Background: an optimization exercise with open tools, aiming at small area. Do not read the settings as production practice. RTL that was checked went through simulation tests only; none was proved equivalent to the original. Only the layout flow was run in run 2; the RTL was not checked for function there. Power and IR drop assume default switching activity.

==> flow/design.v, too long to show whole: its modules and the start of the top module <==
// module word_codec: 1419 lines
module word_codec (
    input              clk,
    input              rst,
    input              enc_valid,
    input              enc_dram,
    input              enc_poison,
    input      [127:0] enc_data,
    input      [23:0]  enc_addr,
    input      [17:0]  enc_row,
    output reg         enc_out_valid,
    output reg [15:0]  enc_check,
    input              dec_valid,
    input              dec_dram,
    input      [127:0] dec_data,
    input      [15:0]  dec_check,
    input      [23:0]  dec_addr,
    input      [17:0]  dec_row,
    output reg         dec_out_valid,
    output reg [127:0] dec_out_data,
    output reg [8:0]   dec_out_check,
    output reg [2:0]   dec_class,
    output reg         dec_hash_err,
    output reg         dec_ce,
    output reg         dec_ue
);
  // ...
==> flow/flow/run.sh <==
#!/bin/bash
# Standard layout, with every port buffered by the smallest buffer cell.
set -euo pipefail
echo 'export BUFFER_PORTS_ARGS = -buffer_cell sky130_fd_sc_hd__buf_1' >> config.mk
bash standard.sh > standard.log 2>&1
==> flow/standard.sh <==
#!/bin/bash
# synth_recipe.tcl (not shown) runs the flow's synth.tcl, then flattens the netlist and writes it again
# the make line also repeats each setting of config.mk as NAME=value (left out here)
make -C /OpenROAD-flow-scripts/flow DESIGN_CONFIG=/design/flow/config.mk WORK_HOME=/design/flow/orfs CLKGATE_MAP_FILE= SYNTH_SCRIPT=/design/flow/synth_recipe.tcl "${@:-finish}"
==> flow/config.mk <==
export PLATFORM = sky130hd
export DESIGN_NAME = word_codec
export DESIGN_NICKNAME = word_codec
export VERILOG_FILES = /design/flow/design.v
export SDC_FILE = /design/flow/constraint.sdc
export NUM_CORES = 4
export LEC_CHECK = 0
export CAP_MARGIN = 20
export CORE_MARGIN = 2
export CORE_UTILIZATION = 40
export CTS_BUF_LIST = sky130_fd_sc_hd__clkbuf_8
export SLEW_MARGIN = 20
export BUFFER_PORTS_ARGS = -buffer_cell sky130_fd_sc_hd__buf_1
==> flow/constraint.sdc <==
create_clock -name core_clock -period 10.0 [get_ports {clk}]
set_input_delay 2.0000 -clock core_clock [delete_from_list [all_inputs] [get_ports {clk}]]
set_output_delay 2.0000 -clock core_clock [all_outputs]
set_load 0.01 [all_outputs]
==> results.sh, run 1 <==
export IMPL_first_iter_violations=598
export IMPL_ioPinCount=524
export IMPL_yosys_area_top_type_share_pct=38.6
export IMPL_synth_warnings=1
export IMPL_switching_power_uw=4130
export IMPL_grt_pass1_wl_um=69600
export IMPL_max_cap_viol_count=0
export IMPL_cts_buffers=17
export IMPL_synth_top_family_by_area="XOR/XNOR gates"
export IMPL_cpMostUsedCell="xnor2_1"
export IMPL_nets=2226
export IMPL_layout_common_cells="xnor2_1, buf_1, xor2_1"
export IMPL_fp_row_count=65
export IMPL_fin_ws_ns=3.83
export IMPL_die_h_um=182
export IMPL_synth_xor_area_share_pct=61.0
export IMPL_die_w_um=182
export IMPL_ant_nets=0
export IMPL_final_common_cell="xnor2_1"
export IMPL_cp_max_fo=11
export IMPL_path_buf_inv=1
export IMPL_status="complete, no violations"
export IMPL_postCtsHoldBufs=0
export IMPL_dp_cells=2240
export IMPL_tap_cells=402
export IMPL_grtUsageTotal_pct=29.4
export IMPL_worst_pin_slew_ns=0.964
export IMPL_yosysMostFrequentCell="xnor2_1"
export IMPL_synth_edff_count=0
export IMPL_cp_end_kind="flop"
==> run 2: changes to the inputs <==
--- a/flow/design.v
+++ b/flow/design.v
@@ -15,18 +15,18 @@
     input      [15:0]  dec_check,
     input      [23:0]  dec_addr,
     input      [17:0]  dec_row,
     output reg         dec_out_valid,
     output reg [127:0] dec_out_data,
     output reg [8:0]   dec_out_check,
     output reg [2:0]   dec_class,
     output reg         dec_hash_err,
-    output reg         dec_ce,
-    output reg         dec_ue
+    output             dec_ce,
+    output             dec_ue
 );
     wire [23:0] ea = enc_addr & {24{~enc_dram}};
     wire e_g0_0 = enc_data[0] ^ enc_data[1];
     wire e_g0_1 = enc_data[2] ^ enc_data[3];
     wire e_g0_2 = e_g0_0 ^ e_g0_1;
     wire e_g0_3 = e_g0_2 ^ enc_data[4];
     wire e_g1_0 = enc_data[5] ^ enc_data[6];
     wire e_g1_1 = enc_data[7] ^ enc_data[8];
@@ -1399,21 +1399,20 @@
             9'h1fb: c_class = 3'd5;
             9'h1fc: c_class = 3'd5;
             9'h1fd: c_class = 3'd5;
             9'h1fe: c_class = 3'd5;
             9'h1ff: c_class = 3'd4;
             default: c_class = 3'd0;
         endcase
     end
-    wire c_cor = (c_class == 3'd1) || (c_class == 3'd2) || (c_class == 3'd3);
     always @(posedge clk) begin
         enc_out_valid <= enc_valid & ~rst;
         dec_out_valid <= dec_valid & ~rst;
         enc_check     <= {e_crc, e_code};
         dec_out_data  <= c_data;
         dec_out_check <= c_check;
         dec_class     <= c_class;
         dec_hash_err  <= d_hash;
-        dec_ce        <= c_cor & ~d_hash;
-        dec_ue        <= c_class[2] | d_hash;
     end
+    assign dec_ce = ~dec_class[2] & (dec_class[1] | dec_class[0]) & ~dec_hash_err;
+    assign dec_ue = dec_class[2] | dec_hash_err;
 endmodule
==> flow/flow/run.sh (replaced) <==
#!/bin/bash
# Standard layout with a few changed settings (flow/extra.mk): every port is
# still buffered, by the smallest buffer cell, and the clock tree is built
# without dummy loads.
set -euo pipefail
cat flow/extra.mk >> config.mk
bash standard.sh > standard.log 2>&1
==> flow/flow/extra.mk (new file) <==
export BUFFER_PORTS_ARGS = -buffer_cell sky130_fd_sc_hd__buf_1
export CTS_ARGS = -sink_clustering_enable -repair_clock_nets -dont_use_dummy_load -buf_list sky130_fd_sc_hd__clkbuf_8
==> flow/config.mk (replaced) <==
export PLATFORM = sky130hd
export DESIGN_NAME = word_codec
export DESIGN_NICKNAME = word_codec
export VERILOG_FILES = /design/flow/design.v
export SDC_FILE = /design/flow/constraint.sdc
export NUM_CORES = 4
export LEC_CHECK = 0
export CAP_MARGIN = 20
export CORE_MARGIN = 2
export CORE_UTILIZATION = 60
export SLEW_MARGIN = 20
export BUFFER_PORTS_ARGS = -buffer_cell sky130_fd_sc_hd__buf_1
export CTS_ARGS = -sink_clustering_enable -repair_clock_nets -dont_use_dummy_load -buf_list sky130_fd_sc_hd__clkbuf_8
==> run 2 against run 1 <==
Net effect:
- clock power fell by 24%
- critical path type unchanged
- clock-buffer cell count stayed put
- sequential cell count fell by 2
- setup slack improved by 0.59 ns
- wire length fell by 12%
==> results.sh, run 2 <==
export IMPL_status="complete, no violations"
export IMPL_die_w_um=149
export IMPL_relSlewSlack_pct=41.4
export IMPL_dp_hpwl_um=37300
export IMPL_fmax_mhz=179
export IMPL_synthTopCellsByCount="xnor2_1, xor2_1, nor2_1"
export IMPL_synth_cells=1329
export IMPL_syn_to_final_growth_pct=19.2
export IMPL_crit_required_ns=10.31
export IMPL_peakVddDrop_v=0.000480
export IMPL_firstDrtPassIters=5
export IMPL_wl_per_cell_um=20.6
export IMPL_nets=2216
export IMPL_fp_row_count=52
export IMPL_grt_overflow_total=0
export IMPL_rsz0062_at_grt="false"
export IMPL_cp_end_kind="flop"
export IMPL_syn_nets=1698
export IMPL_yosysSeqAreaShare_pct=25.3
export IMPL_postCtsHoldBufs=0
export IMPL_top_register="dec_out_data"
export IMPL_stdcell_count=2120
export IMPL_grt_pass1_vias=11065
export IMPL_ys_types=59
export IMPL_io_buffers=523
export IMPL_htree_levels=4
export IMPL_cts_tree="done"
export IMPL_fin_hold_ws_ns=1.74
export IMPL_dp_slack_ns=4.11
export IMPL_start_util_pct=61.6
export IMPL_fin_ws_ns=4.42
export IMPL_avgSynthCellArea_um2=9.46
export IMPL_postCtsSetupRepairBufs=0
export IMPL_root_buffer="clkbuf_8"
export IMPL_clk_pin_slew_worst_paths_ns=0.10
export IMPL_synth_seq_cells=159
export IMPL_drv_slew=0
export IMPL_synth_top_area_cell="xnor2_1"
export IMPL_die_h_um=149
export IMPL_tns_ns=0
export IMPL_yosysMostFrequentCell="xnor2_1"
export IMPL_cts_resized=0
export IMPL_grt_max_degree=31
export IMPL_synth_warnings=1
export IMPL_first_iter_violations=582
export IMPL_cts_sinks=159
export IMPL_largest_reg_flops=128
export IMPL_setup_viol=0
export IMPL_reg_top3="dec_out_data: 128 flops, enc_check: 16 flops, dec_out_check: 9 flops"
export IMPL_cts_buffers=17
export IMPL_viasPerCell=5.17
export IMPL_leakage_uw=0.00534
export IMPL_gp_congestion=0.966
export IMPL_worst_endpoint_arrival_ns=5.89
export IMPL_final_common_cell="xnor2_1"
export IMPL_yosys_area_top_type_share_pct=39.3
export IMPL_timing_final_hold_violations=0
export IMPL_drc=0
export IMPL_powerDensity_nw_per_um2=434
export IMPL_synth_area_leaders="xnor2_1, dfxtp_1, xor2_1"
export IMPL_dp_cells=2098
export IMPL_grtUsageTotal_pct=38.4
export IMPL_ant_nets=0
export IMPL_worst_pin_slew_ns=0.872
export IMPL_layout_common_cells="xnor2_1, buf_1, xor2_1"
export IMPL_fin_crit_sh_pct=55.8
export IMPL_antenna_found_initial=5
export IMPL_period_minus_slack_ns=5.58
export IMPL_synth_edff_count=0
export IMPL_die_area_um2=22100
export IMPL_coreArea_um2=20400
export IMPL_cp_max_fo=11
export IMPL_drive_above_1_share_pct=2.33
export IMPL_fin_area_um2=15000
export IMPL_ioPinCount=524
export IMPL_async_flop_share_pct=0
export IMPL_cp_start_kind="input port"
export IMPL_max_cap_viol_count=0
export IMPL_clk_path_buf_depth=2
export IMPL_drt_wl_total_um=43700
export IMPL_grt_pass1_wl_um=63000
export IMPL_syn_area_um2=12600
export IMPL_vias=10966
export IMPL_synth_main_ff_cell="dfxtp_1"
export IMPL_dpl_cell_area_um2=14700
export IMPL_hold_class="input port to flop"
export IMPL_critPathKind="input port to flop"
## run 2: routing by layer
layer	wire length, um	track usage, %	vias up
li1	-	-	5133
met1	14800	41.4	5064
met2	22200	68.5	625
met3	3910	8.01	144
met4	2830	24.8	0
met5	0	0	-
## run 2: worst paths after layout
check | depth (start not counted) | slack, ns | startpoint | end
worst max-delay path | 12 | 4.42 | dec_data[51] | dec_class[2]
worst min-delay path | 2 | 1.74 | dec_valid | dec_out_valid
## run 2: per-stage QoR
step | total power, uW | util [%]
6_report | 6510 | 73.4
5_1_grt | 6910 | 73.4
4_1_cts | 6380 | 73.3
3_5_place_dp | 5990 | 72.2
3_3_place_gp | 5980 | 72.2
2_1_floorplan | 4890 | -
## run 2: cells by family (layout without fill, tap and decap cells)
group / Yosys count / in the layout / share of synthesized area, %
and+or+nand+nor: 269 / 269 / 9.64
buffers and inverters: 30 / 546 / 1.27
AOI/OAI and AO/OA: 35 / 35 / 2.13
adders and majority gates: 6 / 6 / 0.597
muxes: 4 / 4 / 0.328
xor gates and xnor gates: 826 / 826 / 60.7
other: 0 / 5 / 0
DFF: 159 / 159 / 25.3
## run 2: area by class of cell
type                       count  area (um^2)
tap                          270          338
antenna                        5         12.5
inverter                       4         15.0
multi-input combinational   1140         9230
timing repair buffer         525         1980
sequential                   159         3180
clock buffer                  17          234
fill                        1701         5440
## run 2: where the power goes
group | switching, uW | internal [uW] | total [uW] | leakage, uW
Sequential | 47.4 | 797 | 845 | 0.00134
Combinational | 3390 | 1910 | 5300 | 0.00387
Clock | 212 | 150 | 362 | 0.000122
## run 2: critical path, cell delays in order
cell and delay, ns:
buf_1 0.14, xor2_1 0.20, xnor2_1 0.31, xnor3_1 0.51, xnor2_1 0.20, xnor2_1 0.14
xnor3_1 0.57, nor2_1 0.65, nand2_1 0.47, a21oi_1 0.23, o21ai_0 0.09, o311ai_0 0.36

afterwards: timing with drivers on the ports:
How much do the figures lean on ideal ports? The routed layouts below were timed once more, with nothing changed but the port constraints. Step 1 assumes that a clkbuf_16 drives the clock port and a buf_2 every other input. Step 2, shift: input delay + t, output delay - t, t = (earliest + latest rising clock arrival at the registers) / 2. This alone moves slack from input paths to output paths. a / b / c = ideal / step 1 / step 2; a / b = the first two.
run | t (ns) | setup WS [ns] | hold slack, ns | clock arrival spread, ns | pins driven straight from the clock port
run 1 | 0.551 | 3.834 / 3.801 / 3.250 | 1.673 / 1.654 / 2.205 | 0.026 / 0.026 | 1
run 2 | 0.495 | 4.423 / 4.439 / 3.944 | 1.745 / 1.731 / 2.226 | 0.036 / 0.036 | 1
After both steps every run listed still meets setup and hold. The setup slack of run 1, which loses most, moves by -0.033 ns with the drivers and by -0.584 ns with both steps.
